Context: an optimization exercise on an open-source flow, tuned for small area, a short achievable clock period and few clock cycles per item. The choices shown serve that exercise and are no tape-out recipe. At most, simulation tests tie the RTL to the original design; equivalence was not proved. No functional check of the RTL was part of runs 1 to 4.

[flow/run.sh]
#!/bin/bash
# synth_recipe.tcl (not shown) runs the flow's synth.tcl, then flattens the netlist and writes it again
# the make line also repeats each setting of config.mk as NAME=value (left out here)
make -C /OpenROAD-flow-scripts/flow DESIGN_CONFIG=/design/flow/config.mk WORK_HOME=/design/flow/orfs CLKGATE_MAP_FILE= SYNTH_SCRIPT=/design/flow/synth_recipe.tcl finish
[flow/config.mk]
export PLATFORM = sky130hd
export DESIGN_NAME = whorl_rsq
export DESIGN_NICKNAME = whorl_rsq
export VERILOG_FILES = /design/flow/design.v
export SDC_FILE = /design/flow/constraint.sdc
export NUM_CORES = 4
export LEC_CHECK = 0
export CAP_MARGIN = 20
export CORE_MARGIN = 2
export CORE_UTILIZATION = 40
export PLACE_DENSITY = 0.6
export SLEW_MARGIN = 20
[flow/constraint.sdc]
create_clock -name core_clock -period 11.0 [get_ports {clk}]
set_input_delay 2.2000 -clock core_clock [delete_from_list [all_inputs] [get_ports {clk}]]
set_output_delay 2.2000 -clock core_clock [all_outputs]
set_load 0.01 [all_outputs]
[flow/design.v]
module whorl_rsq (
    input             clk,
    input             rst,           
    input             in_valid,
    output            in_ready,
    input             in_sqrt,       
    input      [31:0] in_a,
    output reg        out_valid,
    output reg [31:0] out_res,
    output reg        out_sat,
    output reg        out_divz,
    output reg        out_domain
);
    reg  [15:0]  M;
    reg          rdy, first;
    reg          sq;                         
    reg          nf;                         
    reg          f_spc, f_hi, f_mid, f_lo, f_sat, f_divz, f_dom;
    reg  [32:0]  S;                          
    reg          s;                          
    reg  [31:0]  D;                          
    assign in_ready = rdy;
    wire accept = in_valid & rdy;
    wire last   = M[0] & !M[1];
    wire [31:0] a       = in_a;
    wire        a_zero  = (a == 32'd0);
    wire        sm_pos  = !a[31] & (a[30:28] == 3'd0) & (!a[27] | (a[26:0] == 27'd0));
    wire        sm_neg  = a[31] & (a[30:27] == 4'hF);
    wire        a_m27   = sm_neg & (a[26:0] == 27'd0);             
    wire        a_max   = !a[31] & (a[30:0] == 31'h7FFF_FFFF);
    wire        spc_in  = in_sqrt ? (a[31] | a_max) : (sm_pos | sm_neg);
    wire        rcp_sk2 = a[31] ? !a[30] : (a[30] & (a[29] | (a[28:2] != 27'd0)));
    wire        rcp_sk1 = a[31] ? (a[30:28] != 3'b111)
                                : (a[30] | a[29] | (a[28] & (a[27:0] != 28'd0)));
    wire        sq_sk1  = (a[30:27] == 4'd0);
    reg  [32:0] s_init;
    reg  [15:0] m_init;
    always @* begin
        if (in_sqrt) begin
            if (sq_sk1) begin
                s_init = {4'b1111, a[26:0], 2'b00};              
                m_init = 16'h3FFF;
            end else begin
                s_init = {2'b11, a[30:0]};                       
                m_init = 16'h7FFF;
            end
        end else if (rcp_sk2) begin
            s_init = a[31] ? {33'h0_7FFF_FFF8 | {31'd0, a[29:28]}}
                           : {33'h0_8000_0004 | {31'd0, a[29:28]}};
            m_init = 16'h3FFF;
        end else if (rcp_sk1) begin
            s_init = a[31] ? {33'h0_1FFF_FFFE | {32'd0, a[30]}}
                           : {33'h0_2000_0000 | {32'd0, a[30]}};
            m_init = 16'h7FFF;
        end else begin
            s_init = a[31] ? 33'h0_07FF_FFFF : 33'h0_0800_0000;
            m_init = 16'hFFFF;
        end
        if (spc_in)
            m_init = 16'h0001;
    end
    wire [16:0] Mx = {1'b0, M};
    wire [31:0] oh0, oh1, mk0, mk1;
    genvar m;
    generate
        for (m = 0; m < 16; m = m + 1) begin : pos
            assign oh0[2*m+1] = Mx[m] & !Mx[m+1];
            assign oh0[2*m]   = 1'b0;
            assign oh1[2*m+1] = 1'b0;
            assign oh1[2*m]   = Mx[m] & !Mx[m+1];
            assign mk0[2*m+1] = Mx[m+1];
            assign mk0[2*m]   = Mx[m];
            assign mk1[2*m+1] = Mx[m+1];
            assign mk1[2*m]   = Mx[m+1];
        end
    endgenerate
    wire [31:0] ohp0 = {oh0[30:0], 1'b0};           
    wire [31:0] ohp1 = oh0;                         
    wire [31:0] F0   = D | (s ? (sq ? (ohp0 | oh0) : 32'd0) : (sq ? mk0 : 32'd0));
    wire        inv0 = !(s ^ nf);
    wire [32:0] Y0   = {nf, F0} ^ {33{inv0}};
    wire [32:0] R0   = S + Y0 + {32'd0, inv0};
    wire        s1   = R0[32];                      
    wire        bdv0 = |(D & oh0);                  
    wire        bdv1 = |(D & oh1);
    wire [32:0] R1c [0:1];
    wire [31:0] D1c [0:1];
    genvar u;
    generate
        for (u = 0; u < 2; u = u + 1) begin : outcome    
            wire [31:0] D1   = (u == 0) ? (D | (sq ? ohp0 : 32'd0)) : D;
            wire [31:0] F1   = D1 | ((u == 1) ? (sq ? (ohp1 | oh1) : 32'd0)
                                              : (sq ? mk1 : 32'd0));
            wire        inv1 = (u == 1) ? nf : !nf;
            wire [32:0] Y1   = {nf, F1} ^ {33{inv1}};
            wire        bd0  = sq ? (u == 0) : bdv0;
            wire [32:0] X1   = {S[31:0], bd0};
            wire [32:0] X2   = {Y0[31:0], inv1};
            wire [32:0] cs_s = X1 ^ X2 ^ Y1;
            wire [32:0] cs_c = (X1 & X2) | (X1 & Y1) | (X2 & Y1);
            assign R1c[u] = cs_s + {cs_c[31:0], inv0} + {32'd0, inv0};
            assign D1c[u] = D1;
        end
    endgenerate
    wire [32:0] R1  = s1 ? R1c[1] : R1c[0];
    wire [31:0] D1s = s1 ? D1c[1] : D1c[0];
    wire        b0  = !s1;
    wire        b1  = !R1[32];
    wire        bd1 = sq ? b1 : bdv1;
    wire [1:0]  qbits = {b0 ^ nf, b1 ^ nf};
    always @(posedge clk) begin
        if (rst) begin
            M         <= 16'd0;
            rdy       <= 1'b1;
            out_valid <= 1'b0;
        end else begin
            out_valid <= last;
            if (accept) begin
                M   <= m_init;
                rdy <= spc_in;
            end else begin
                M   <= {1'b0, M[15:1]};
                rdy <= !M[2];
            end
        end
    end
    always @(posedge clk) begin
        first <= accept;
        if (accept) begin
            sq     <= in_sqrt;
            nf     <= !in_sqrt & a[31];
            f_spc  <= spc_in;
            f_hi   <= !in_sqrt & a[31];
            f_mid  <= !a[31];
            f_lo   <= !in_sqrt & !a[31];
            f_sat  <= !in_sqrt & (sm_pos | sm_neg) & !a_zero & !a_m27;
            f_divz <= !in_sqrt & a_zero;
            f_dom  <= in_sqrt & a[31];
            S      <= s_init;
            s      <= in_sqrt;
            D      <= in_sqrt ? 32'd0 : a;
        end else begin
            S <= {R1[31:0], bd1};
            s <= R1[32];
            D <= D1s | ((sq & b1) ? ohp1 : 32'd0);
        end
        if (first & f_spc)
            out_res <= {f_hi, f_mid, {30{f_lo}}};
        else if (first)
            out_res <= {{30{nf}}, qbits};
        else
            out_res <= {out_res[29:0], qbits};
        if (last) begin
            out_sat    <= f_sat;
            out_divz   <= f_divz;
            out_domain <= f_dom;
        end
    end
endmodule
==> flow_summary_export.csv, run 1 <==
group,metric,value,unit
die,floorplan.die_area,0.0332,mm²
final_layout,layout.core_utilization,45.7,%
yosys,net_count_of_the_mapped_netlist,1746,
yosys,post_synthesis_cell_count,1552,
place,dpl_worst_slack,4.92,ns
detailed_routing,detail_route.wirelength.met1,18700,µm
global_routing,globalRouteTotalUtil,24.3,%
critical_path,critPathBufInv,2,
yosys,ys_flop_type,"sky130_fd_sc_hd__dfxtp_1",
yosys,yosys_register_bits,128,
global_routing,grt_start_max_net_pins,69,
detailed_routing,met2_length,18400,µm
critical_path,timing.critical_path.from,"M[1]$_SDFF_PP0_",
yosys,synth_top_cell_by_area,"sky130_fd_sc_hd__dfxtp_1",
critical_path,critical_path.endpoint_type,"register",
yosys,synth_adder_area_share,19.4,%
timing,setup_violations,0,
timing,rsz0062_at_grt,"no",
timing,worst_setup_slack_final,4.83,ns
detailed_routing,vias_per_cell,5.78,
critical_path,path_common_cell,"sky130_fd_sc_hd__a211oi_1",
global_routing,first_global_vias,11200,
critical_path,worst_path_largest_cell_delay,0.87,ns
detailed_routing,highest_layer,"met4",
final_layout,number_of_inserted_diodes,0,
detailed_routing,wire_per_inst,20.1,µm
global_routing,first_pass_grt_wire_length,63000,µm
die,core.rowCount,65,
critical_path,crit_fanout,17,
yosys,yosysUniqueCellTypes,77,
final_layout,syn2layout_area_growth,12.9,%
yosys,post_synth.cell_area_avg,8.18,µm²
clock_tree,tritoncts,"built",
clock_tree,post-cts-setup-buffer-count,0,
yosys,synth_simple_gate_area_share,15.9,%
final_layout,number_of_fill_cells_in_the_layout,3091,
yosys,synth_edf_count,27,
critical_path,worst_path_arrival_time,6.42,ns
clock_tree,clk_root_buffer_cell,"sky130_fd_sc_hd__clkbuf_16",
die,ios,73,
timing,post-route-min-period,6.17,ns
critical_path,slowest_stage_cell_crit_path,"sky130_fd_sc_hd__nor4_1",
min_path,hold_path.class,"reg -> reg",
clock_tree,cts-hold-fix-buffers,0,
critical_path,crit_chain,"nor2b_1 -> a221oi_1 -> o2111ai_1 -> nor4_1 -> inv_1 -> a21oi_1 -> o22ai_1 -> fa_1 -> a211oi_1 -> o211ai_1 -> and4bb_1 -> o21ai_2 -> a211oi_1 -> o31ai_2 -> xnor2_1 -> mux2i_4 -> xnor2_2 -> buf_4 -> o311ai_1",
critical_path,r2r-start,"M[1]$_SDFF_PP0_",
place,buffer_ports.inserted,72,
timing,post-route-period-util,56.1,%
timing,max-slew-margin-rel,30.4,%
yosys,netlist.area_leader.share,15.9,%
final_layout,drive_above_1_share,5.02,%
job,timing.max_cap.violations,0,
timing,totalNegativeSetupSlack,0,ns
clock_tree,cts-resized-gates,0,
clock_tree,inserted_clock_buffers,17,
timing,worst_pin_slew,1.04,ns
die,die_width,182,µm
detailed_routing,dr.pass1.iters,7,
yosys,ys_seq_area_share,22.3,%
place,detailed_placement_wirelength_estimate,31100,µm
min_path,worst_hold_startpoint,"f_divz$_DFFE_PP_",
yosys,async_flop_share,0,%
timing,whs,0.418,ns
yosys,mappedNetlistArea,0.0127,mm²
detailed_routing,first_iter_violations,979,
die,dieHeight,182,µm
die,core_area,0.0314,mm²
timing,final_hold_viol_count,0,
detailed_routing,met3_wirelength,2240,µm
yosys,ys.warnings.count,1,
run_status,run_status,"complete, no violations",
detailed_routing,final_antenna_net_count,0,
critical_path,crit_family,"compound AO/OA/AOI/OAI gates",
global_routing,antenna_found_initial,0,
place,post-place-cells,1965,
yosys,synth.mux.area_fraction,2.49,%
yosys,synth-xor-area-share,10.6,%
yosys,dominant_combinational_cell_family_by_area_after_synthesis,"compound AO/OA/AOI/OAI gates",
clock_tree,clkTransAtPathRegs,0.07,ns
global_routing,grt_overflow_total,0,
place,global_placement_routability_congestion,0.922,
final_layout,number_of_nets_at_the_end_of_the_flow,1776,
clock_tree,cts.sinks,128,
yosys,synth-compound-area-share,24.9,%
critical_path,critPathLaunchType,"register",
detailed_routing,vias,11500,
final_layout,finalNonFillerCells,1997,
die,initial_core_util,40.5,%
yosys,ys_top_cells_by_area,"sky130_fd_sc_hd__dfxtp_1 16%, sky130_fd_sc_hd__fa_1 10%, sky130_fd_sc_hd__ha_1 9.3%",
clock_tree,clockBufferDepth,2,
timing,finClkSkew,0.0181,ns
detailed_routing,post-route-drc-count,0,
clock_tree,clock_tree.htree_level_count,4,
timing,final_max_tran_viols,0,
critical_path,crit_required,11.25,ns
critical_path,timing_worst_setup_path_type,"reg -> reg",
clock_tree,clock_latency_of_the_later_clocked_register_in_the_worst_skew_pair,0.43,ns
timing,achievable-frequency,0.162,GHz
detailed_routing,wl,40100,µm
[path summary, 6_finish.rpt]
| path | end | slack (ns) | cells after the start |
|---|---|---|---|
| hold / removal | out_divz$_DFFE_PN_ | 0.42 | 0 |
| setup / recovery | D[31]$_DFF_P_ | 4.83 | 19 |
| setup reg to reg | D[31]$_DFF_P_ | 4.83 | 19 |
| hold reg to reg | out_divz$_DFFE_PN_ | 0.42 | 0 |
[cell type report]
cell class / instances / area, µm² / share of cell area (%)
inverter: 71 / 268 / 1.87
sequential: 128 / 2830 / 19.8
clock buffer: 17 / 425 / 2.97
tap: 402 / 503 / 3.51
multi-input combinational: 1277 / 9310 / 64.9
timing repair buffer: 87 / 833 / 5.81
clock inverter: 15 / 161 / 1.13
[Yosys cell counts (4+ instances only)]
cell type,number
sky130_fd_sc_hd__a221oi_1,5
sky130_fd_sc_hd__and2_1,4
sky130_fd_sc_hd__buf_1,18
sky130_fd_sc_hd__nor4_1,16
sky130_fd_sc_hd__o21bai_1,23
sky130_fd_sc_hd__a21boi_0,4
sky130_fd_sc_hd__nand4_1,19
sky130_fd_sc_hd__buf_2,4
sky130_fd_sc_hd__ha_1,94
sky130_fd_sc_hd__nor2b_1,18
sky130_fd_sc_hd__o31ai_2,11
sky130_fd_sc_hd__nand3b_1,5
sky130_fd_sc_hd__o221ai_1,22
sky130_fd_sc_hd__a211oi_1,18
sky130_fd_sc_hd__o211ai_1,7
sky130_fd_sc_hd__edfxtp_1,27
sky130_fd_sc_hd__o22ai_1,4
sky130_fd_sc_hd__nor2_1,120
sky130_fd_sc_hd__or2_2,4
sky130_fd_sc_hd__nand2b_1,17
sky130_fd_sc_hd__inv_1,70
sky130_fd_sc_hd__o21ai_1,4
sky130_fd_sc_hd__a21oi_1,170
sky130_fd_sc_hd__o31ai_1,10
sky130_fd_sc_hd__xor2_1,75
sky130_fd_sc_hd__nand2_1,174
sky130_fd_sc_hd__nor3_1,18
sky130_fd_sc_hd__a211o_1,5
sky130_fd_sc_hd__or3_1,6
sky130_fd_sc_hd__clkbuf_1,52
sky130_fd_sc_hd__o21ai_0,110
sky130_fd_sc_hd__nand3_1,17
sky130_fd_sc_hd__a31oi_1,13
sky130_fd_sc_hd__xnor2_1,77
sky130_fd_sc_hd__a21o_1,30
sky130_fd_sc_hd__a22oi_1,4
sky130_fd_sc_hd__and3_1,11
sky130_fd_sc_hd__fa_1,64
sky130_fd_sc_hd__mux2i_1,26
sky130_fd_sc_hd__o21a_1,20
sky130_fd_sc_hd__dfxtp_1,101
[per-layer routing]
layer / up-vias / global-route usage, %
li1: 5608 / -
met1: 5546 / 34.3
met2: 344 / 39.0
met3: 41 / 3.45
met4: 0 / 6.29
met5: - / 0
[flip-flops by register name (all words and copies together) (netlist names), 16 cells and up]
signal   count
D           32
M           16
S           33
out_res     32
[cells in the final DEF (no fill, tap or decap), drive strengths merged, types with 5 or more instances in the layout]
cell	count
nor2	120
a21o	30
buf	15
nand3b	5
and3	11
a211oi	19
dfxtp	101
or3	6
o211ai	7
mux2i	27
xnor2	78
nand3	17
clkinv	7
o21bai	23
nor4	16
nand2b	17
ha	94
a221oi	5
clkdlybuf4s50	72
o221ai	22
a211o	5
inv	79
fa	64
a21oi	170
edfxtp	27
nand2	174
xor2	75
nor3	19
o21a	20
o31ai	21
clkbuf	17
nand4	19
o21ai	115
a31oi	13
nor2b	18
[stage by stage]
stage	area, µm²
after floorplan	12700
after global placement	13700
after detailed placement	13700
after CTS	14300
after global routing	14300
final	14300
[kinds of logic after synthesis]
logic type | after synthesis
muxes | 30
adders and majority gates | 158
DFF | 128
AOI/OAI and AO/OA | 496
xor gates and xnor gates | 153
buffers and inverters | 147
and+or+nand+nor | 440
==> run 2, diff against run 1 <==
--- a/flow/config.mk
+++ b/flow/config.mk
@@ -10,3 +10,4 @@
 export CORE_UTILIZATION = 40
 export PLACE_DENSITY = 0.6
+export SETUP_SLACK_MARGIN = 5
 export SLEW_MARGIN = 20
==> flow_summary_export.csv, run 2 <==
group,metric,value,unit
critical_path,path_common_cell,"sky130_fd_sc_hd__buf_4",
global_routing,grt_overflow_total,0,
global_routing,antenna_found_initial,0,
yosys,yosysUniqueCellTypes,77,
global_routing,first_pass_grt_wire_length,63000,µm
yosys,synthMostInstantiatedCell,"sky130_fd_sc_hd__nand2_1",
die,core.rowCount,65,
die,floorplan.die_area,0.0332,mm²
timing,post-route-min-period,5.66,ns
detailed_routing,vias_per_cell,5.77,
critical_path,worstRegToRegCells,20,
clock_tree,clock_latency_of_the_later_clocked_register_in_the_worst_skew_pair,0.43,ns
run_status,run_status,"complete, no violations",
place,global_placement_routability_congestion,0.922,
clock_tree,tritoncts,"built",
detailed_routing,final_antenna_net_count,0,
min_path,worst_hold_startpoint,"f_divz$_DFFE_PP_",
detailed_routing,first_iter_violations,892,
timing,achievable-frequency,0.177,GHz
timing,finClkSkew,0.0165,ns
global_routing,globalRouteTotalUtil,24.3,%
final_layout,max_ffs_per_register,33,
critical_path,timing_worst_setup_path_type,"reg -> reg",
clock_tree,cts.sinks,128,
clock_tree,clock_tree.htree_level_count,4,
detailed_routing,wire_per_inst,20.0,µm
timing,max-slew-margin-rel,31.8,%
detailed_routing,dr.pass1.iters,5,
final_layout,drive_above_1_share,5.26,%
min_path,hold_path.class,"reg -> reg",
die,initial_core_util,40.5,%
critical_path,r2r-start,"M[1]$_SDFF_PP0_",
clock_tree,clockBufferDepth,2,
critical_path,crit_chain,"nor2b_1 -> a221oi_1 -> o2111ai_1 -> nor4_4 -> buf_4 -> inv_1 -> a21oi_1 -> o22ai_1 -> fa_1 -> a211oi_1 -> o211ai_1 -> and4bb_1 -> o21ai_2 -> a211oi_2 -> o31ai_2 -> xnor2_1 -> mux2i_4 -> xnor2_2 -> buf_4 -> o311ai_1",
min_path,hold_depth,0,
yosys,synth_edf_count,27,
yosys,ys_top_cells_by_count,"174 x sky130_fd_sc_hd__nand2_1, 170 x sky130_fd_sc_hd__a21oi_1, 120 x sky130_fd_sc_hd__nor2_1, 110 x sky130_fd_sc_hd__o21ai_0, 101 x sky130_fd_sc_hd__dfxtp_1",
yosys,ys_flop_type,"sky130_fd_sc_hd__dfxtp_1",
yosys,mappedNetlistArea,0.0127,mm²
timing,post-route-period-util,51.5,%
critical_path,crit_required,11.26,ns
critical_path,crit_fanout,17,
final_layout,number_of_nets_at_the_end_of_the_flow,1778,
yosys,netlist.area_leader.share,15.9,%
yosys,ys.warnings.count,1,
critical_path,regToRegSetupSlack,5.34,ns
final_layout,reg_top3,"S: 33 flops, D: 32 flops, out_res: 32 flops",
yosys,async_flop_share,0,%
timing,worst_pin_slew,1.02,ns
min_path,hold-path-endpoint,"out_divz$_DFFE_PN_",
critical_path,critical_path.endpoint_type,"register",
yosys,net_count_of_the_mapped_netlist,1746,
yosys,post_synth.cell_area_avg,8.18,µm²
place,placed_area,0.0137,mm²
final_layout,leading_cell_type_in_the_layout_fill_and_taps_excluded,"sky130_fd_sc_hd__nand2_1",
timing,totalNegativeSetupSlack,0,ns
yosys,yosys_register_bits,128,
timing,final_hold_viol_count,0,
final_layout,number_of_fill_cells_in_the_layout,3085,
critical_path,critPathLaunchType,"register",
detailed_routing,wl,40100,µm
die,ios,73,
yosys,post_synthesis_cell_count,1552,
job,timing.max_cap.violations,0,
final_layout,syn2layout_area_growth,13.2,%
clock_tree,cts-hold-fix-buffers,0,
timing,final_max_tran_viols,0,
place,detailed_placement_wirelength_estimate,31100,µm
die,core_area,0.0314,mm²
place,buffer_ports.inserted,72,
detailed_routing,vias,11500,
critical_path,worst_path_arrival_time,5.92,ns
timing,setup_violations,0,
final_layout,number_of_inserted_diodes,0,
critical_path,worst_path_largest_cell_delay,0.49,ns
final_layout,final_cell_mix,"173 x sky130_fd_sc_hd__nand2_1, 170 x sky130_fd_sc_hd__a21oi_1, 120 x sky130_fd_sc_hd__nor2_1, 110 x sky130_fd_sc_hd__o21ai_0, 100 x sky130_fd_sc_hd__dfxtp_1",
yosys,ys_top_cells_by_area,"sky130_fd_sc_hd__dfxtp_1 16%, sky130_fd_sc_hd__fa_1 10%, sky130_fd_sc_hd__ha_1 9.3%",
final_layout,largest-register,"S",
critical_path,slowest_stage_cell_crit_path,"sky130_fd_sc_hd__dfxtp_1",
clock_tree,clkTransAtPathRegs,0.07,ns
die,die_width,182,µm
yosys,ys_seq_area_share,22.3,%
final_layout,postLayoutCellArea,0.0144,mm²
global_routing,first_global_vias,11200,
timing,rsz0062_at_grt,"no",
critical_path,r2r_end,"D[31]$_DFF_P_",
clock_tree,inserted_clock_buffers,17,
clock_tree,clk_root_buffer_cell,"sky130_fd_sc_hd__clkbuf_16",
die,dieHeight,182,µm
global_routing,grt_start_max_net_pins,69,
detailed_routing,post-route-drc-count,0,
yosys,synth_top_cell_by_area,"sky130_fd_sc_hd__dfxtp_1",
run 2: cell counts after synthesis:
Identical to the previous run, type by type.
run 2: logic make-up after synthesis:
kind of cell    after synthesis  synth area share (%)
fa+ha+maj                   158                  19.4
xor+xnor                    153                  10.6
mux                          30                  2.49
simple gates                440                  15.9
buf+inv                     147                  4.50
flops                       128                  22.3
compound gates              496                  24.9
run 2: routing by layer:
metal  up-vias  part of all wire, %  global-route usage, %
met1      5516                   46                   34.2
met5         -                    0                      0
met2       363                   46                   39.0
li1       5612                    -                      -
met3        46                  5.9                   3.45
met4         0                  1.9                   6.29
run 2: through the flow:
stage | cells | utilization [%] | hold WS [ns] | worst slack, ns
2_1_floorplan | 1552 | - | 0.400 | 6.20
3_3_place_gp | 1965 | 43.8 | 0.401 | 4.99
3_5_place_dp | 1965 | 43.8 | 0.405 | 4.92
4_1_cts | 1997 | 45.7 | 0.416 | 5.16
5_1_grt | 1999 | 45.8 | 0.420 | 5.02
6_report | 1999 | 45.8 | 0.418 | 5.34
run 2: timing repair:
item,CTS,global route
endpoints found under the setup margin,17,17
pin swaps,0,1
buffers inserted,0,2
resized for setup,1,2
hold endpoints to repair,0,0
run 2: worst max-delay path, delay by kind of cell (launching register included):
family / cells / cell delay, ns
DFF: 1 / 0.49
xor gates and xnor gates: 2 / 0.29
buffers and inverters: 3 / 0.52
and+or+nand+nor: 3 / 0.90
muxes: 1 / 0.26
AOI/OAI and AO/OA: 10 / 2.52
adders and majority gates: 1 / 0.49
run 2: how the worst max path moves through the flow:
stage / depth (start not counted) / slack, ns / start / end
after floorplan: 17 / 6.20 / f_hi$_DFFE_PP_ / D[17]$_DFF_P_
after global placement: 19 / 4.99 / M[1]$_SDFF_PP0_ / D[31]$_DFF_P_
after detailed placement: 19 / 4.92 / M[1]$_SDFF_PP0_ / D[31]$_DFF_P_
after CTS: 19 / 5.16 / M[1]$_SDFF_PP0_ / D[31]$_DFF_P_
after global routing: 20 / 5.02 / M[1]$_SDFF_PP0_ / D[31]$_DFF_P_
final: 20 / 5.34 / M[1]$_SDFF_PP0_ / D[31]$_DFF_P_
run 2: layout make-up:
| cell class | instances | area [µm²] | area share [%] |
|---|---|---|---|
| tap | 402 | 503 | 3.50 |
| multi-input combinational | 1277 | 9330 | 64.9 |
| clock buffer | 17 | 425 | 2.96 |
| clock inverter | 15 | 161 | 1.12 |
| inverter | 71 | 268 | 1.86 |
| sequential | 128 | 2830 | 19.7 |
| timing repair buffer | 89 | 848 | 5.90 |
==> run 3, diff against run 2 <==
--- a/flow/design.v
+++ b/flow/design.v
@@ -82,6 +82,7 @@
     wire [32:0] R0   = S + Y0 + {32'd0, inv0};
     wire        s1   = R0[32];                      
-    wire        bdv0 = |(D & oh0);                  
-    wire        bdv1 = |(D & oh1);
+    reg         bdv0, bdv1;
+    wire        bdn0 = |(D & {2'b00, oh0[31:2]});
+    wire        bdn1 = |(D & {2'b00, oh1[31:2]});
     wire [32:0] R1c [0:1];
     wire [31:0] D1c [0:1];
@@ -140,5 +141,9 @@
             s      <= in_sqrt;
             D      <= in_sqrt ? 32'd0 : a;
+            bdv0   <= rcp_sk2 ? a[27] : rcp_sk1 ? a[29] : a[31];
+            bdv1   <= rcp_sk2 ? a[26] : rcp_sk1 ? a[28] : a[30];
         end else begin
+            bdv0 <= bdn0;
+            bdv1 <= bdn1;
             S <= {R1[31:0], bd1};
             s <= R1[32];
==> flow_summary_export.csv, run 3 <==
group,metric,value,unit
final_layout,number_of_fill_cells_in_the_layout,3175,
timing,achievable-frequency,0.176,GHz
yosys,net_count_of_the_mapped_netlist,1839,
place,post-place-cells,2086,
clock_tree,clock_tree.htree_level_count,4,
detailed_routing,dr.pass1.iters,5,
timing,worst_pin_slew,1.00,ns
place,detailed_placement_wirelength_estimate,32700,µm
critical_path,crit_required,11.27,ns
die,dieHeight,185,µm
yosys,ys_seq_area_share,21.8,%
critical_path,path_common_cell,"sky130_fd_sc_hd__fa_1",
final_layout,finalNonFillerCells,2119,
die,die_width,185,µm
final_layout,max_ffs_per_register,33,
detailed_routing,vias_per_cell,5.85,
timing,totalNegativeSetupSlack,0,ns
yosys,mappedNetlistArea,0.0132,mm²
timing,final_max_tran_viols,0,
job,timing.max_cap.violations,0,
timing,post-route-min-period,5.67,ns
critical_path,worst_path_largest_cell_delay,0.53,ns
detailed_routing,post-route-drc-count,0,
run_status,run_status,"complete, no violations",
yosys,ys_top_cells_by_area,"sky130_fd_sc_hd__dfxtp_1 16%, sky130_fd_sc_hd__ha_1 8.9%, sky130_fd_sc_hd__xnor2_1 8.8%",
final_layout,largest-register,"S",
timing,worst_setup_slack_final,5.33,ns
timing,final_hold_viol_count,0,
clock_tree,cts.sinks,130,
timing,finClkSkew,0.0180,ns
yosys,synth_edf_count,27,
yosys,synth_top_cell_by_area,"sky130_fd_sc_hd__dfxtp_1",
yosys,async_flop_share,0,%
detailed_routing,wl,43800,µm
yosys,netlist.area_leader.share,15.7,%
clock_tree,clkTransAtPathRegs,0.06,ns
clock_tree,tritoncts,"built",
detailed_routing,final_antenna_net_count,0,
global_routing,antenna_found_initial,0,
critical_path,slowest_stage_cell_crit_path,"sky130_fd_sc_hd__a211oi_1",
critical_path,crit_chain,"inv_2 -> buf_6 -> xnor2_1 -> fa_1 -> inv_1 -> fa_1 -> a211oi_1 -> o21ai_0 -> a22oi_2 -> o211ai_2 -> a211o_1 -> nand4_2 -> nor2_2 -> a21oi_4 -> xnor2_2 -> buf_4 -> a311oi_1",
yosys,yosys_register_bits,130,
final_layout,syn2layout_area_growth,12.1,%
place,buffer_ports.inserted,72,
timing,rsz0062_at_grt,"no",
global_routing,globalRouteTotalUtil,25.6,%
critical_path,critPathLaunchType,"register",
clock_tree,clockBufferDepth,2,
timing,max-slew-margin-rel,33.1,%
yosys,ys.warnings.count,1,
final_layout,reg_top3,"S: 33 flops, D: 32 flops, out_res: 32 flops",
die,ios,73,
critical_path,worst_path_arrival_time,5.94,ns
place,global_placement_routability_congestion,0.896,
yosys,post_synthesis_cell_count,1653,
die,floorplan.die_area,0.0344,mm²
clock_tree,inserted_clock_buffers,17,
yosys,synthMostInstantiatedCell,"sky130_fd_sc_hd__nor2_1",
yosys,post_synth.cell_area_avg,7.97,µm²
critical_path,crit_fanout,34,
timing,post-route-period-util,51.5,%
global_routing,first_pass_grt_wire_length,67700,µm
global_routing,first_global_vias,11800,
yosys,ys_flop_type,"sky130_fd_sc_hd__dfxtp_1",
clock_tree,clock_latency_of_the_later_clocked_register_in_the_worst_skew_pair,0.44,ns
detailed_routing,vias,12400,
min_path,hold_path.class,"reg -> reg",
die,core.rowCount,66,
global_routing,grt_start_max_net_pins,84,
critical_path,critical_path.endpoint_type,"register",
final_layout,final_cell_mix,"188 x sky130_fd_sc_hd__nor2_1, 185 x sky130_fd_sc_hd__a21oi_1, 133 x sky130_fd_sc_hd__xnor2_1, 119 x sky130_fd_sc_hd__nand2_1, 104 x sky130_fd_sc_hd__o21ai_0",
yosys,yosysUniqueCellTypes,84,
clock_tree,clk_root_buffer_cell,"sky130_fd_sc_hd__clkbuf_16",
die,initial_core_util,40.6,%
yosys,ys_top_cells_by_count,"188 x sky130_fd_sc_hd__nor2_1, 185 x sky130_fd_sc_hd__a21oi_1, 133 x sky130_fd_sc_hd__xnor2_1, 121 x sky130_fd_sc_hd__nand2_1, 104 x sky130_fd_sc_hd__o21ai_0",
place,dpl_worst_slack,4.53,ns
detailed_routing,first_iter_violations,1238,
final_layout,number_of_nets_at_the_end_of_the_flow,1849,
die,core_area,0.0325,mm²
detailed_routing,wire_per_inst,20.7,µm
critical_path,timing_worst_setup_path_type,"reg -> reg",
final_layout,drive_above_1_share,5.07,%
global_routing,grt_overflow_total,0,
final_layout,leading_cell_type_in_the_layout_fill_and_taps_excluded,"sky130_fd_sc_hd__nor2_1",
timing,setup_violations,0,
[run 3: cell types whose count changed after synthesis, moves of 15 or more]
| cell | change |
|---|---|
| sky130_fd_sc_hd__a21oi_1 | +15 |
| sky130_fd_sc_hd__o221ai_1 | +25 |
| sky130_fd_sc_hd__xor2_1 | -48 |
| sky130_fd_sc_hd__inv_1 | +17 |
| sky130_fd_sc_hd__o21bai_1 | -16 |
| sky130_fd_sc_hd__xnor2_1 | +56 |
| sky130_fd_sc_hd__nor2_1 | +68 |
| sky130_fd_sc_hd__nand2_1 | -53 |
[run 3: repair_timing]
action	in CTS	in global routing
resized for setup	3	5
pin swaps	0	0
endpoints found under the setup margin	44	42
buffers inserted	0	0
hold buffers	0	0
[run 3: worst paths after layout]
check | startpoint | end | slack, ns | cells after the start
setup reg to reg | f_hi$_DFFE_PP_ | S[0]$_DFF_P_ | 5.33 | 17
hold reg to reg | f_dom$_DFFE_PP_ | out_domain$_DFFE_PN_ | 0.43 | 0
hold / removal | f_dom$_DFFE_PP_ | out_domain$_DFFE_PN_ | 0.43 | 0
setup / recovery | f_hi$_DFFE_PP_ | S[0]$_DFF_P_ | 5.33 | 17
[run 3: final cells by class]
cell class                 count  area (µm²)  share of cell area [%]
multi-input combinational   1340        9600                    65.0
tap                          442         553                    3.75
clock buffer                  22         464                    3.14
clock inverter                10         101                   0.687
timing repair buffer          86         837                    5.67
inverter                      88         330                    2.24
sequential                   130        2870                    19.5
antenna                        1        2.50                  0.0170
[run 3: per-stage QoR]
step	hold slack (ns)	area [µm²]	utilization, %
3_5_place_dp	0.411	14200	43.7
4_1_cts	0.428	14700	45.4
5_1_grt	0.423	14800	45.5
2_1_floorplan	0.400	13200	-
6_report	0.427	14800	45.5
3_3_place_gp	0.413	14200	43.7
[run 3: cells by family after synthesis]
family | share of synthesized area (%)
buffers and inverters | 5.45
and+or+nand+nor | 17.6
muxes | 2.29
DFF | 21.8
AOI/OAI and AO/OA | 24.7
adders and majority gates | 17.4
xor gates and xnor gates | 10.8
[run 3: critical path: cells and delay by family, from the launching register on]
kind	cells	cell delay [ns]
buffers and inverters	4	1.35
adder cells (fa/ha/maj)	2	0.95
AO/OA/AOI/OAI	7	2.25
AND/OR/NAND/NOR	2	0.20
flip-flops	1	0.40
XOR/XNOR	2	0.32
[run 3: per-layer routing]
metal  part of all wire, %  track usage, %  wire, µm  vias up
li1                      -               -         -     5931
met1                    45            34.0     19500     5962
met2                    47            42.1     20500      421
met3                   5.9            4.46      2590       77
met4                   2.7            8.48      1160        0
met5                     0               0         0        -
==> run 4, diff against run 3 <==
==> flow/flow/run.sh (new file) <==
#!/bin/bash
set -euo pipefail
bash standard.sh SETUP_SLACK_MARGIN=8 finish > standard_flow.log 2>&1
==> flow/standard.sh (new file) <==
#!/bin/bash
# synth_recipe.tcl (not shown) runs the flow's synth.tcl, then flattens the netlist and writes it again
# the make line also repeats each setting of config.mk as NAME=value (left out here)
make -C /OpenROAD-flow-scripts/flow DESIGN_CONFIG=/design/flow/config.mk WORK_HOME=/design/flow/orfs CLKGATE_MAP_FILE= SYNTH_SCRIPT=/design/flow/synth_recipe.tcl "${@:-finish}"
--- a/flow/config.mk
+++ b/flow/config.mk
@@ -10,4 +10,3 @@
 export CORE_UTILIZATION = 40
 export PLACE_DENSITY = 0.6
-export SETUP_SLACK_MARGIN = 5
 export SLEW_MARGIN = 20
removed: flow/run.sh
==> flow_summary_export.csv, run 4 <==
group,metric,value,unit
run_status,run_status,"complete, no violations",
critical_path,worst_path_arrival_time,4.98,ns
yosys,yosys_register_bits,130,
final_layout,number_of_fill_cells_in_the_layout,2697,
yosys,ys_top_cells_by_area,"sky130_fd_sc_hd__dfxtp_1 16%, sky130_fd_sc_hd__ha_1 8.9%, sky130_fd_sc_hd__xnor2_1 8.8%",
clock_tree,clkTransAtPathRegs,0.06,ns
place,detailed_placement_wirelength_estimate,33600,µm
die,ios,73,
timing,post-route-period-util,42.4,%
min_path,hold_path.class,"reg -> reg",
detailed_routing,vias,14200,
timing,final_hold_viol_count,0,
detailed_routing,wl,56400,µm
clock_tree,cts.sinks,130,
detailed_routing,final_antenna_net_count,0,
final_layout,layout.core_utilization,59.6,%
clock_tree,tritoncts,"built",
detailed_routing,dr.pass1.iters,8,
yosys,net_count_of_the_mapped_netlist,1839,
clock_tree,clock_latency_of_the_later_clocked_register_in_the_worst_skew_pair,0.44,ns
detailed_routing,first_iter_violations,1473,
critical_path,path_common_cell,"sky130_fd_sc_hd__a21oi_4",
global_routing,first_pass_grt_wire_length,82800,µm
critical_path,timing.critical_path.from,"sq$_DFFE_PP_",
yosys,post_synthesis_cell_count,1653,
die,core.rowCount,66,
timing,worst_pin_slew,0.720,ns
die,dieHeight,185,µm
critical_path,crit_fanout,8,
yosys,async_flop_share,0,%
detailed_routing,vias_per_cell,6.12,
final_layout,drive_above_1_share,36.3,%
yosys,synthMostInstantiatedCell,"sky130_fd_sc_hd__nor2_1",
yosys,ys_top_cells_by_count,"188 x sky130_fd_sc_hd__nor2_1, 185 x sky130_fd_sc_hd__a21oi_1, 133 x sky130_fd_sc_hd__xnor2_1, 121 x sky130_fd_sc_hd__nand2_1, 104 x sky130_fd_sc_hd__o21ai_0",
global_routing,antenna_found_initial,1,
final_layout,number_of_nets_at_the_end_of_the_flow,2054,
critical_path,critical_path.endpoint_type,"register",
yosys,synth-compound-area-share,24.7,%
global_routing,first_global_vias,13900,
die,initial_core_util,40.6,%
final_layout,final_cell_mix,"162 x sky130_fd_sc_hd__nor2_1, 158 x sky130_fd_sc_hd__buf_4, 127 x sky130_fd_sc_hd__a21oi_1, 111 x sky130_fd_sc_hd__nand2_1, 93 x sky130_fd_sc_hd__xnor2_1",
yosys,synth_edf_count,27,
die,die_width,185,µm
yosys,ys_flop_type,"sky130_fd_sc_hd__dfxtp_1",
yosys,post_synth.cell_area_avg,7.97,µm²
final_layout,syn2layout_area_growth,46.8,%
yosys,ys.warnings.count,1,
global_routing,globalRouteTotalUtil,31.9,%
yosys,dominant_combinational_cell_family_by_area_after_synthesis,"compound AO/OA/AOI/OAI gates",
die,floorplan.die_area,0.0344,mm²
yosys,synth-xor-area-share,10.8,%
timing,rsz0062_at_grt,"yes",
yosys,mappedNetlistArea,0.0132,mm²
clock_tree,cts-hold-fix-buffers,0,
clock_tree,clock_tree.htree_level_count,4,
final_layout,reg_top3,"S: 33 flops, D: 32 flops, out_res: 32 flops",
critical_path,critPathLaunchType,"register",
timing,totalNegativeSetupSlack,0,ns
die,core_area,0.0325,mm²
critical_path,timing_worst_setup_path_type,"reg -> reg",
final_layout,largest-register,"S",
min_path,worst_hold_startpoint,"f_sat$_DFFE_PP_",
detailed_routing,post-route-drc-count,0,
yosys,synth_top_cell_by_area,"sky130_fd_sc_hd__dfxtp_1",
clock_tree,clockBufferDepth,2,
global_routing,grt_overflow_total,0,
yosys,synth_simple_gate_area_share,17.6,%
timing,post-route-min-period,4.66,ns
timing,finClkSkew,0.0161,ns
final_layout,max_ffs_per_register,33,
timing,final_max_tran_viols,0,
job,timing.max_cap.violations,0,
timing,max-slew-margin-rel,51.8,%
yosys,synth_adder_area_share,17.4,%
place,global_placement_routability_congestion,0.921,
yosys,ys_seq_area_share,21.8,%
critical_path,r2r-start,"sq$_DFFE_PP_",
critical_path,crit_chain,"buf_12 -> and2_4 -> buf_6 -> a21oi_4 -> o221ai_4 -> xnor2_4 -> fa_1 -> ha_4 -> o211ai_1 -> a21oi_4 -> o211ai_1 -> buf_4 -> a21oi_4 -> o21a_1 -> a311o_1 -> o211ai_4 -> a21oi_4 -> xnor2_4 -> buf_12 -> buf_12 -> o21ai_2",
yosys,netlist.area_leader.share,15.7,%
final_layout,leading_cell_type_in_the_layout_fill_and_taps_excluded,"sky130_fd_sc_hd__nor2_1",
critical_path,worst_path_largest_cell_delay,0.59,ns
yosys,synth.mux.area_fraction,2.29,%
timing,setup_violations,0,
clock_tree,inserted_clock_buffers,17,
place,buffer_ports.inserted,72,
yosys,yosysUniqueCellTypes,84,
global_routing,grt_start_max_net_pins,42,
critical_path,slowest_stage_cell_crit_path,"sky130_fd_sc_hd__fa_1",
timing,achievable-frequency,0.215,GHz
critical_path,crit_required,11.32,ns
detailed_routing,wire_per_inst,24.3,µm
clock_tree,clk_root_buffer_cell,"sky130_fd_sc_hd__clkbuf_16",
## run 4: cell counts after synthesis
No cell type changed its count.
## run 4: logic make-up after synthesis
logic type | count (synthesis)
AO/OA/AOI/OAI | 505
XOR/XNOR | 161
adder cells (fa/ha/maj) | 150
buffers and inverters | 183
flip-flops | 130
multiplexers | 30
AND/OR/NAND/NOR | 494
## run 4: stage by stage
stage               instance area [µm²]  std cells  hold WS, ns  worst slack, ns
finish                            19300       2324        0.424             6.34
floorplan                         14100       1653        0.400             6.65
detailed placement                14800       2087        0.409             4.84
global route                      19300       2324        0.441             6.23
CTS                               18400       2269        0.424             6.41
global placement                  14800       2087        0.410             4.96
## run 4: layout make-up
class                   count  area (µm²)  area share [%]
well taps                 442         553            2.86
repair inverters            1        8.76          0.0453
diodes                      1        2.50          0.0129
clock buffers              19         433            2.24
inverters                  88         357            1.84
flip-flops and latches    130        2930            15.1
repair buffers            285        3080            15.9
clock inverters            13         163           0.841
multi-input cells        1345       11800            61.1
## run 4: worst paths after layout
check / endpoint / slack, ns / cells after the start
worst max-delay path: D[17]$_DFF_P_ / 6.34 / 21
worst min register to register: out_sat$_DFFE_PN_ / 0.42 / 0
worst max register to register: D[17]$_DFF_P_ / 6.34 / 21
worst min-delay path: out_sat$_DFFE_PN_ / 0.42 / 0
## run 4: metal layers
layer	track usage (%)	vias to the layer above	routed length, µm	part of all wire (%)
met1	40.8	6847	22100	39
met4	15.2	0	3290	5.8
met2	51.1	783	25700	45
li1	-	6341	-	-
met3	7.04	244	5360	9.5
met5	0	-	0	0
## run 4: repair_timing
action                     in CTS  in global routing
cloned                         23                  2
setup endpoints to repair     156                129
setup buffers                 127                 52
pin swaps                     107                 57
gates resized for setup       669                127
## run 4: worst max-delay path: cells and delay by family, from the launching register on
kind | cells | cell delay (ns)
compound gates | 11 | 1.86
xor+xnor | 2 | 0.43
fa+ha+maj | 2 | 0.81
buf+inv | 5 | 0.80
flops | 1 | 0.42
simple gates | 1 | 0.20
==> run 5, diff against run 4 <==
--- a/flow/design.v
+++ b/flow/design.v
@@ -19,5 +19,6 @@
     reg  [32:0]  S;                          
     reg          s;                          
-    reg  [31:0]  D;                          
+    reg  [31:0]  E;                          
+    reg          b0r;                        
     assign in_ready = rdy;
     wire accept = in_valid & rdy;
@@ -75,35 +76,35 @@
         end
     endgenerate
-    wire [31:0] ohp0 = {oh0[30:0], 1'b0};           
-    wire [31:0] ohp1 = oh0;                         
-    wire [31:0] F0   = D | (s ? (sq ? (ohp0 | oh0) : 32'd0) : (sq ? mk0 : 32'd0));
-    wire        inv0 = !(s ^ nf);
-    wire [32:0] Y0   = {nf, F0} ^ {33{inv0}};
-    wire [32:0] R0   = S + Y0 + {32'd0, inv0};
-    wire        s1   = R0[32];                      
+    wire [31:0] ohp0  = {oh0[30:0], 1'b0};          
+    wire [31:0] ohpp0 = {oh0[29:0], 2'b00};         
+    wire [31:0] ohp1  = oh0;                        
+    wire [31:0] dfb  = sq ? ((b0r ? {oh0[28:0], 3'b000} : 32'd0) |
+                             (!s  ? ohpp0 : 32'd0)) : 32'd0;
+    wire [31:0] msub0 = dfb | (sq ? mk0 : 32'd0);                  
+    wire [31:0] madd0 = dfb | (sq ? (ohp0 | oh0) : 32'd0);         
+    wire [32:0] Y0    = s ? {1'b0, ~(E & ~madd0)} : {1'b1, E & ~msub0};
+    wire        cin0  = s ? nf : !nf;
+    wire [32:0] R0    = S + Y0 + {32'd0, cin0};
+    wire        s1    = R0[32];                     
     reg         bdv0, bdv1;
-    wire        bdn0 = |(D & {2'b00, oh0[31:2]});
-    wire        bdn1 = |(D & {2'b00, oh1[31:2]});
+    wire        bdn0 = (|(E & {2'b00, oh0[31:2]})) ^ !nf;
+    wire        bdn1 = (|(E & {2'b00, oh1[31:2]})) ^ !nf;
     wire [32:0] R1c [0:1];
-    wire [31:0] D1c [0:1];
     genvar u;
     generate
         for (u = 0; u < 2; u = u + 1) begin : outcome    
-            wire [31:0] D1   = (u == 0) ? (D | (sq ? ohp0 : 32'd0)) : D;
-            wire [31:0] F1   = D1 | ((u == 1) ? (sq ? (ohp1 | oh1) : 32'd0)
-                                              : (sq ? mk1 : 32'd0));
-            wire        inv1 = (u == 1) ? nf : !nf;
-            wire [32:0] Y1   = {nf, F1} ^ {33{inv1}};
-            wire        bd0  = sq ? (u == 0) : bdv0;
-            wire [32:0] X1   = {S[31:0], bd0};
-            wire [32:0] X2   = {Y0[31:0], inv1};
-            wire [32:0] cs_s = X1 ^ X2 ^ Y1;
-            wire [32:0] cs_c = (X1 & X2) | (X1 & Y1) | (X2 & Y1);
-            assign R1c[u] = cs_s + {cs_c[31:0], inv0} + {32'd0, inv0};
-            assign D1c[u] = D1;
+            wire [31:0] msub1 = dfb | (sq ? (mk1 | ohp0) : 32'd0);
+            wire [31:0] madd1 = dfb | (sq ? (ohp1 | oh1) : 32'd0);
+            wire [32:0] Y1    = (u == 1) ? {1'b0, ~(E & ~madd1)} : {1'b1, E & ~msub1};
+            wire        cin1  = (u == 1) ? nf : !nf;
+            wire        bd0   = sq ? (u == 0) : bdv0;
+            wire [32:0] X1    = {S[31:0], bd0};
+            wire [32:0] X2    = {Y0[31:0], cin1};
+            wire [32:0] cs_s  = X1 ^ X2 ^ Y1;
+            wire [32:0] cs_c  = (X1 & X2) | (X1 & Y1) | (X2 & Y1);
+            assign R1c[u] = cs_s + {cs_c[31:0], cin0} + {32'd0, cin0};
         end
     endgenerate
     wire [32:0] R1  = s1 ? R1c[1] : R1c[0];
-    wire [31:0] D1s = s1 ? D1c[1] : D1c[0];
     wire        b0  = !s1;
     wire        b1  = !R1[32];
@@ -140,5 +141,6 @@
             S      <= s_init;
             s      <= in_sqrt;
-            D      <= in_sqrt ? 32'd0 : a;
+            E      <= in_sqrt ? 32'hFFFF_FFFF : (a[31] ? a : ~a);
+            b0r    <= 1'b0;
             bdv0   <= rcp_sk2 ? a[27] : rcp_sk1 ? a[29] : a[31];
             bdv1   <= rcp_sk2 ? a[26] : rcp_sk1 ? a[28] : a[30];
@@ -148,5 +150,6 @@
             S <= {R1[31:0], bd1};
             s <= R1[32];
-            D <= D1s | ((sq & b1) ? ohp1 : 32'd0);
+            E   <= E & ~dfb;
+            b0r <= b0;
         end
         if (first & f_spc)
==> flow/run.sh (new file) <==
#!/bin/bash
# synth_recipe.tcl (not shown) runs the flow's synth.tcl, then flattens the netlist and writes it again
# the make line also repeats each setting of config.mk as NAME=value (left out here)
make -C /OpenROAD-flow-scripts/flow DESIGN_CONFIG=/design/flow/config.mk WORK_HOME=/design/flow/orfs CLKGATE_MAP_FILE= SYNTH_SCRIPT=/design/flow/synth_recipe.tcl finish
--- a/flow/config.mk
+++ b/flow/config.mk
@@ -10,3 +10,4 @@
 export CORE_UTILIZATION = 40
 export PLACE_DENSITY = 0.6
+export SETUP_SLACK_MARGIN = 5
 export SLEW_MARGIN = 20
removed: flow/flow/run.sh
removed: flow/standard.sh
==> flow_summary_export.csv, run 5 <==
group,metric,value,unit
timing,worst_pin_slew,0.920,ns
die,initial_core_util,40.9,%
yosys,ys_seq_area_share,22.6,%
global_routing,antenna_found_initial,0,
place,detailed_placement_wirelength_estimate,30800,µm
critical_path,critPathLaunchType,"register",
timing,setup_violations,0,
detailed_routing,vias,11500,
yosys,ys_top_cells_by_area,"sky130_fd_sc_hd__dfxtp_1 19%, sky130_fd_sc_hd__fa_1 11%, sky130_fd_sc_hd__ha_1 9.9%",
final_layout,final_cell_mix,"191 x sky130_fd_sc_hd__nand2_1, 147 x sky130_fd_sc_hd__a21oi_1, 124 x sky130_fd_sc_hd__nor2_1, 116 x sky130_fd_sc_hd__dfxtp_1, 99 x sky130_fd_sc_hd__o21ai_0",
die,die_width,179,µm
yosys,yosys_register_bits,131,
yosys,synthMostInstantiatedCell,"sky130_fd_sc_hd__nand2_1",
critical_path,r2r-start,"sq$_DFFE_PP_",
detailed_routing,vias_per_cell,5.83,
die,core_area,0.0299,mm²
timing,achievable-frequency,0.176,GHz
clock_tree,tritoncts,"built",
min_path,hold_path.class,"reg -> reg",
final_layout,max_ffs_per_register,33,
critical_path,crit_chain,"buf_6 -> nand2_1 -> o21ai_1 -> o21ai_0 -> fa_1 -> ha_1 -> and3_1 -> a221o_2 -> o221ai_1 -> a41oi_1 -> o31ai_2 -> a21oi_1 -> xnor2_1 -> mux2i_1 -> mux2i_1 -> a21oi_1",
final_layout,layout.core_utilization,46.3,%
die,ios,73,
final_layout,number_of_inserted_diodes,0,
yosys,netlist.area_leader.share,19.2,%
detailed_routing,post-route-drc-count,0,
detailed_routing,final_antenna_net_count,0,
timing,post-route-min-period,5.70,ns
critical_path,worst_path_arrival_time,6.06,ns
detailed_routing,wl,40600,µm
critical_path,crit_family,"compound AO/OA/AOI/OAI gates",
final_layout,largest-register,"S",
detailed_routing,dr.pass1.iters,6,
critical_path,timing.critical_path.from,"sq$_DFFE_PP_",
detailed_routing,first_iter_violations,1124,
critical_path,timing_worst_setup_path_type,"reg -> reg",
yosys,async_flop_share,0,%
die,dieHeight,179,µm
clock_tree,cts.sinks,131,
critical_path,worst_path_largest_cell_delay,0.54,ns
yosys,synth_top_cell_by_area,"sky130_fd_sc_hd__dfxtp_1",
place,global_placement_routability_congestion,0.969,
clock_tree,clock_tree.htree_level_count,4,
critical_path,crit_fanout,54,
place,buffer_ports.inserted,72,
die,floorplan.die_area,0.0320,mm²
detailed_routing,wire_per_inst,20.6,µm
global_routing,globalRouteTotalUtil,26.1,%
timing,rsz0062_at_grt,"no",
critical_path,critPathBufInv,1,
yosys,ys.warnings.count,1,
timing,max-slew-margin-rel,38.4,%
global_routing,first_global_vias,11000,
critical_path,crit_required,11.37,ns
clock_tree,clkTransAtPathRegs,0.08,ns
yosys,net_count_of_the_mapped_netlist,1725,
clock_tree,cts-hold-fix-buffers,0,
final_layout,syn2layout_area_growth,13.2,%
timing,final_hold_viol_count,0,
clock_tree,inserted_clock_buffers,17,
run_status,run_status,"complete, no violations",
yosys,mappedNetlistArea,0.0122,mm²
global_routing,grt_overflow_total,0,
critical_path,critical_path.endpoint_type,"register",
final_layout,number_of_nets_at_the_end_of_the_flow,1764,
timing,final_max_tran_viols,0,
die,core.rowCount,63,
yosys,post_synthesis_cell_count,1526,
global_routing,first_pass_grt_wire_length,64200,µm
timing,post-route-period-util,51.8,%
final_layout,drive_above_1_share,6.72,%
global_routing,grt_start_max_net_pins,55,
timing,finClkSkew,0.0152,ns
clock_tree,clockBufferDepth,2,
timing,totalNegativeSetupSlack,0,ns
clock_tree,clk_root_buffer_cell,"sky130_fd_sc_hd__clkbuf_16",
yosys,yosysUniqueCellTypes,75,
yosys,ys_top_cells_by_count,"193 x sky130_fd_sc_hd__nand2_1, 147 x sky130_fd_sc_hd__a21oi_1, 125 x sky130_fd_sc_hd__nor2_1, 117 x sky130_fd_sc_hd__dfxtp_1, 105 x sky130_fd_sc_hd__o21ai_0",
final_layout,leading_cell_type_in_the_layout_fill_and_taps_excluded,"sky130_fd_sc_hd__nand2_1",
final_layout,reg_top3,"S: 33 flops, E: 32 flops, out_res: 32 flops",
yosys,synth_edf_count,14,
critical_path,slowest_stage_cell_crit_path,"sky130_fd_sc_hd__fa_1",
yosys,ys_flop_type,"sky130_fd_sc_hd__dfxtp_1",
job,timing.max_cap.violations,0,
clock_tree,clock_latency_of_the_later_clocked_register_in_the_worst_skew_pair,0.44,ns
yosys,post_synth.cell_area_avg,8.01,µm²
min_path,worst_hold_startpoint,"f_sat$_DFFE_PP_",
[run 5: changes by cell type in the layout (fill, tap and decap cells not counted), moves of 46 or more]
cell                              change
sky130_fd_sc_hd__a21oi_2             -46
sky130_fd_sc_hd__nand2_1             +80
sky130_fd_sc_hd__buf_4              -145
sky130_fd_sc_hd__dfxtp_1             +54
sky130_fd_sc_hd__buf_6               -58
sky130_fd_sc_hd__xnor2_1             -51
sky130_fd_sc_hd__clkdlybuf4s50_1     +69
[run 5: final cells by class]
type / count / area (µm²)
fill: 2972 / 16000
clock buffer: 17 / 425
multi-input combinational: 1230 / 8790
timing repair buffer: 87 / 833
clock inverter: 15 / 158
inverter: 98 / 372
sequential: 131 / 2760
tap: 390 / 488
[run 5: stage by stage]
| stage | hold WS [ns] | instance area [µm²] | worst slack (ns) | instances |
|---|---|---|---|---|
| 2_1_floorplan | 0.400 | 12200 | 6.51 | 1526 |
| 3_3_place_gp | 0.403 | 13200 | 4.99 | 1935 |
| 3_5_place_dp | 0.415 | 13200 | 4.78 | 1935 |
| 4_1_cts | 0.431 | 13800 | 5.09 | 1968 |
| 5_1_grt | 0.447 | 13800 | 5.02 | 1968 |
| 6_report | 0.429 | 13800 | 5.30 | 1968 |
[run 5: repair_timing]
action | 4_1_cts | 5_1_grt
gates resized for setup | 2 | 10
buffers inserted | 1 | 0
setup endpoints to repair | 4 | 17
cloned | 0 | 0
[run 5: cell families (layout without fill, tap and decap cells)]
family	after synthesis	count (layout)	synth area share [%]
DFF	131	131	22.6
buffers and inverters	165	217	5.65
AOI/OAI and AO/OA	468	468	23.9
muxes	27	27	2.36
xor gates and xnor gates	95	95	7.03
and+or+nand+nor	477	477	17.7
adders and majority gates	163	163	20.7
[run 5: path summary, 6_finish.rpt]
path / endpoint / slack [ns] / depth (start not counted)
worst max-delay path: S[0]$_DFF_P_ / 5.30 / 16
worst min-delay path: out_sat$_DFFE_PN_ / 0.43 / 0
worst max register to register: S[0]$_DFF_P_ / 5.30 / 16
worst min register to register: out_sat$_DFFE_PN_ / 0.43 / 0
[run 5: routing by layer]
layer | global-route usage (%) | vias to the layer above | part of all wire, % | wire length (µm)
met5 | 0 | - | 0 | 0
met4 | 8.13 | 0 | 2.6 | 1080
met3 | 3.65 | 57 | 7.1 | 2880
met2 | 39.9 | 491 | 43 | 17400
met1 | 37.9 | 5463 | 47 | 19200
li1 | - | 5454 | - | -
Testbench counts of run 5, summed over its fixed seeds: cycles 234,871, items 16,000.
==> run 6, diff against run 5 <==
==> flow/flow/run.sh (new file) <==
#!/bin/bash
set -euo pipefail
bash standard.sh SETUP_SLACK_MARGIN=7 SETUP_MOVE_SEQUENCE=unbuffer,sizeup,swap finish > standard_flow.log 2>&1
==> flow/standard.sh (new file) <==
#!/bin/bash
# synth_recipe.tcl (not shown) runs the flow's synth.tcl, then flattens the netlist and writes it again
# the make line also repeats each setting of config.mk as NAME=value (left out here)
make -C /OpenROAD-flow-scripts/flow DESIGN_CONFIG=/design/flow/config.mk WORK_HOME=/design/flow/orfs CLKGATE_MAP_FILE= SYNTH_SCRIPT=/design/flow/synth_recipe.tcl "${@:-finish}"
--- a/flow/config.mk
+++ b/flow/config.mk
@@ -10,4 +10,3 @@
 export CORE_UTILIZATION = 40
 export PLACE_DENSITY = 0.6
-export SETUP_SLACK_MARGIN = 5
 export SLEW_MARGIN = 20
removed: flow/run.sh
==> flow_summary_export.csv, run 6 <==
group,metric,value,unit
detailed_routing,wl,40800,µm
timing,rsz0062_at_grt,"yes",
final_layout,final_cell_mix,"187 x sky130_fd_sc_hd__nand2_1, 136 x sky130_fd_sc_hd__a21oi_1, 118 x sky130_fd_sc_hd__nor2_1, 116 x sky130_fd_sc_hd__dfxtp_1, 95 x sky130_fd_sc_hd__inv_1",
final_layout,max_ffs_per_register,33,
detailed_routing,vias_per_cell,5.86,
yosys,synth_top_cell_by_area,"sky130_fd_sc_hd__dfxtp_1",
critical_path,slowest_stage_cell_crit_path,"sky130_fd_sc_hd__dfxtp_4",
place,detailed_placement_wirelength_estimate,31100,µm
critical_path,crit_required,11.33,ns
global_routing,grt_overflow_total,0,
final_layout,number_of_inserted_diodes,0,
clock_tree,clockBufferDepth,2,
global_routing,first_pass_grt_wire_length,62900,µm
yosys,ys_top_cells_by_area,"sky130_fd_sc_hd__dfxtp_1 19%, sky130_fd_sc_hd__fa_1 11%, sky130_fd_sc_hd__ha_1 9.9%",
critical_path,critPathLaunchType,"register",
clock_tree,cts.sinks,131,
clock_tree,inserted_clock_buffers,17,
min_path,hold_depth,0,
timing,setup_violations,0,
clock_tree,cts-hold-fix-buffers,0,
min_path,hold_path.class,"reg -> reg",
final_layout,layout.core_utilization,48.6,%
yosys,netlist.area_leader.share,19.2,%
die,initial_core_util,40.9,%
die,floorplan.die_area,0.0320,mm²
place,global_placement_routability_congestion,0.964,
die,ios,73,
timing,finClkSkew,0.00966,ns
global_routing,first_global_vias,11100,
place,buffer_ports.inserted,72,
clock_tree,clkTransAtPathRegs,0.07,ns
yosys,post_synth.cell_area_avg,8.01,µm²
final_layout,number_of_nets_at_the_end_of_the_flow,1761,
critical_path,timing_worst_setup_path_type,"reg -> reg",
final_layout,largest-register,"S",
global_routing,grt_start_max_net_pins,69,
timing,final_hold_viol_count,0,
critical_path,critPathBufInv,2,
final_layout,leading_cell_type_in_the_layout_fill_and_taps_excluded,"sky130_fd_sc_hd__nand2_1",
critical_path,worstRegToRegCells,17,
critical_path,crit_chain,"clkinvlp_4 -> nand2_8 -> o21ai_4 -> or2_4 -> mux2_4 -> fa_1 -> ha_4 -> nand4_1 -> inv_1 -> a2111oi_4 -> nor4b_4 -> nor3_4 -> o21bai_2 -> a2111oi_2 -> a21oi_1 -> xnor2_1 -> a221oi_1",
critical_path,crit_family,"compound AO/OA/AOI/OAI gates",
global_routing,antenna_found_initial,0,
job,timing.max_cap.violations,0,
detailed_routing,wire_per_inst,20.8,µm
clock_tree,clock_latency_of_the_later_clocked_register_in_the_worst_skew_pair,0.43,ns
die,core.rowCount,63,
yosys,yosysUniqueCellTypes,75,
yosys,ys.warnings.count,1,
critical_path,crit_fanout,22,
final_layout,syn2layout_area_growth,18.8,%
min_path,worst_hold_startpoint,"f_divz$_DFFE_PP_",
timing,achievable-frequency,0.194,GHz
yosys,ys_seq_area_share,22.6,%
final_layout,number_of_fill_cells_in_the_layout,2881,
critical_path,critical_path.endpoint_type,"register",
global_routing,globalRouteTotalUtil,25.7,%
clock_tree,clk_root_buffer_cell,"sky130_fd_sc_hd__clkbuf_16",
final_layout,reg_top3,"S: 33 flops, E: 32 flops, out_res: 32 flops",
detailed_routing,post-route-drc-count,0,
clock_tree,post-cts-setup-buffer-count,0,
yosys,post_synthesis_cell_count,1526,
yosys,async_flop_share,0,%
final_layout,drive_above_1_share,14.3,%
yosys,mappedNetlistArea,0.0122,mm²
timing,post-route-period-util,46.8,%
yosys,net_count_of_the_mapped_netlist,1725,
detailed_routing,dr.pass1.iters,5,
detailed_routing,first_iter_violations,1031,
timing,worst_pin_slew,0.963,ns
yosys,yosys_register_bits,131,
critical_path,worst_path_arrival_time,5.47,ns
die,dieHeight,179,µm
timing,max-slew-margin-rel,35.7,%
die,die_width,179,µm
clock_tree,clock_tree.htree_level_count,4,
die,core_area,0.0299,mm²
run_status,run_status,"complete, no violations",
timing,post-route-min-period,5.14,ns
yosys,ys_top_cells_by_count,"193 x sky130_fd_sc_hd__nand2_1, 147 x sky130_fd_sc_hd__a21oi_1, 125 x sky130_fd_sc_hd__nor2_1, 117 x sky130_fd_sc_hd__dfxtp_1, 105 x sky130_fd_sc_hd__o21ai_0",
min_path,hold-path-endpoint,"out_divz$_DFFE_PN_",
detailed_routing,vias,11500,
critical_path,r2r_end,"S[31]$_DFF_P_",
critical_path,regToRegSetupSlack,5.86,ns
critical_path,r2r-start,"s$_DFF_P_",
detailed_routing,final_antenna_net_count,0,
timing,final_max_tran_viols,0,
timing,totalNegativeSetupSlack,0,ns
critical_path,worst_path_largest_cell_delay,0.56,ns
yosys,ys_flop_type,"sky130_fd_sc_hd__dfxtp_1",
yosys,synthMostInstantiatedCell,"sky130_fd_sc_hd__nand2_1",
clock_tree,tritoncts,"built",
yosys,synth_edf_count,14,
## run 6: cell counts after synthesis
No cell type changed its count.
## run 6: worst max-delay path by stage
stage | from | end | slack (ns) | depth (start not counted)
2_1_floorplan | sq$_DFFE_PP_ | S[31]$_DFF_P_ | 6.95 | 20
3_3_place_gp | s$_DFF_P_ | S[0]$_DFF_P_ | 5.28 | 18
3_5_place_dp | s$_DFF_P_ | S[0]$_DFF_P_ | 5.24 | 18
4_1_cts | s$_DFF_P_ | S[30]$_DFF_P_ | 5.99 | 17
5_1_grt | s$_DFF_P_ | S[0]$_DFF_P_ | 5.69 | 17
6_report | s$_DFF_P_ | S[31]$_DFF_P_ | 5.86 | 17
## run 6: area by class of cell
class | count | area [µm²] | area share, %
multi-input cells | 1230 | 9540 | 65.7
flip-flops and latches | 131 | 2770 | 19.1
repair buffers | 84 | 761 | 5.24
well taps | 390 | 488 | 3.36
clock buffers | 17 | 425 | 2.93
inverters | 98 | 373 | 2.57
clock inverters | 15 | 159 | 1.09
## run 6: worst reg2reg max path, delay by kind of cell (launching register included)
kind	cells	cell delay, ns
buffers and inverters	2	0.61
adders and majority gates	2	0.78
DFF	1	0.56
xor gates and xnor gates	1	0.13
AOI/OAI and AO/OA	6	1.39
muxes	1	0.30
and+or+nand+nor	5	1.30
## run 6: timing repair
action / CTS / global route
pin swaps: 48 / 20
resized for setup: 199 / 48
setup endpoints to repair: 57 / 53
## run 6: cells by family after synthesis
group	after synthesis	synth area share, %
buffers and inverters	165	5.65
flip-flops	131	22.6
adder cells (fa/ha/maj)	163	20.7
XOR/XNOR	95	7.03
AND/OR/NAND/NOR	477	17.7
AO/OA/AOI/OAI	468	23.9
multiplexers	27	2.36
## run 6: per-stage QoR
step / std cells / worst slack, ns / hold slack, ns / area, µm²
after floorplan: 1526 / 6.95 / 0.400 / 12400
after detailed placement: 1933 / 5.24 / 0.416 / 13300
after global routing: 1965 / 5.69 / 0.451 / 14500
after CTS: 1965 / 5.99 / 0.440 / 14300
final: 1965 / 5.86 / 0.434 / 14500
after global placement: 1933 / 5.28 / 0.410 / 13300
## run 6: per-layer routing
| layer | wire [µm] | track usage (%) |
|---|---|---|
| met4 | 774 | 5.83 |
| met2 | 18800 | 41.4 |
| met1 | 18200 | 36.0 |
| met5 | 0 | 0 |
| met3 | 3060 | 4.26 |

[static timing again, ports no longer ideal]
The flow's constraints put no driver on any port. The routed layouts listed below were extracted and timed again, unchanged, in two steps. Step 1: set_driving_cell puts a clkbuf_16 on clk and a buf_2 on each other input, an assumption about the parent block. Step 2 times the ports against the registers' clock, not the clock port: input delays grow and output delays shrink by t, the midpoint of the rising clock arrivals with the driver on. Three values: ideal, step 1, step 2; two values: the first two.
run | t (ns) | setup slack, ns | worst setup path after step 2
run 1 | 0.477 | 4.829 / 4.829 / 4.829 | register to register
run 2 | 0.478 | 5.338 / 5.338 / 5.338 | register to register
run 3 | 0.480 | 5.330 / 5.330 / 5.253 | input to register
run 4 | 0.479 | 6.341 / 6.341 / 6.164 | input to register
run 5 | 0.484 | 5.304 / 5.304 / 5.304 | register to register
run 6 | 0.471 | 5.856 / 5.856 / 5.856 | register to register
After both steps every run listed still meets setup and hold. For run 4, which loses most, drivers alone change the setup slack by 0.000 ns; drivers and shift together by -0.177 ns.
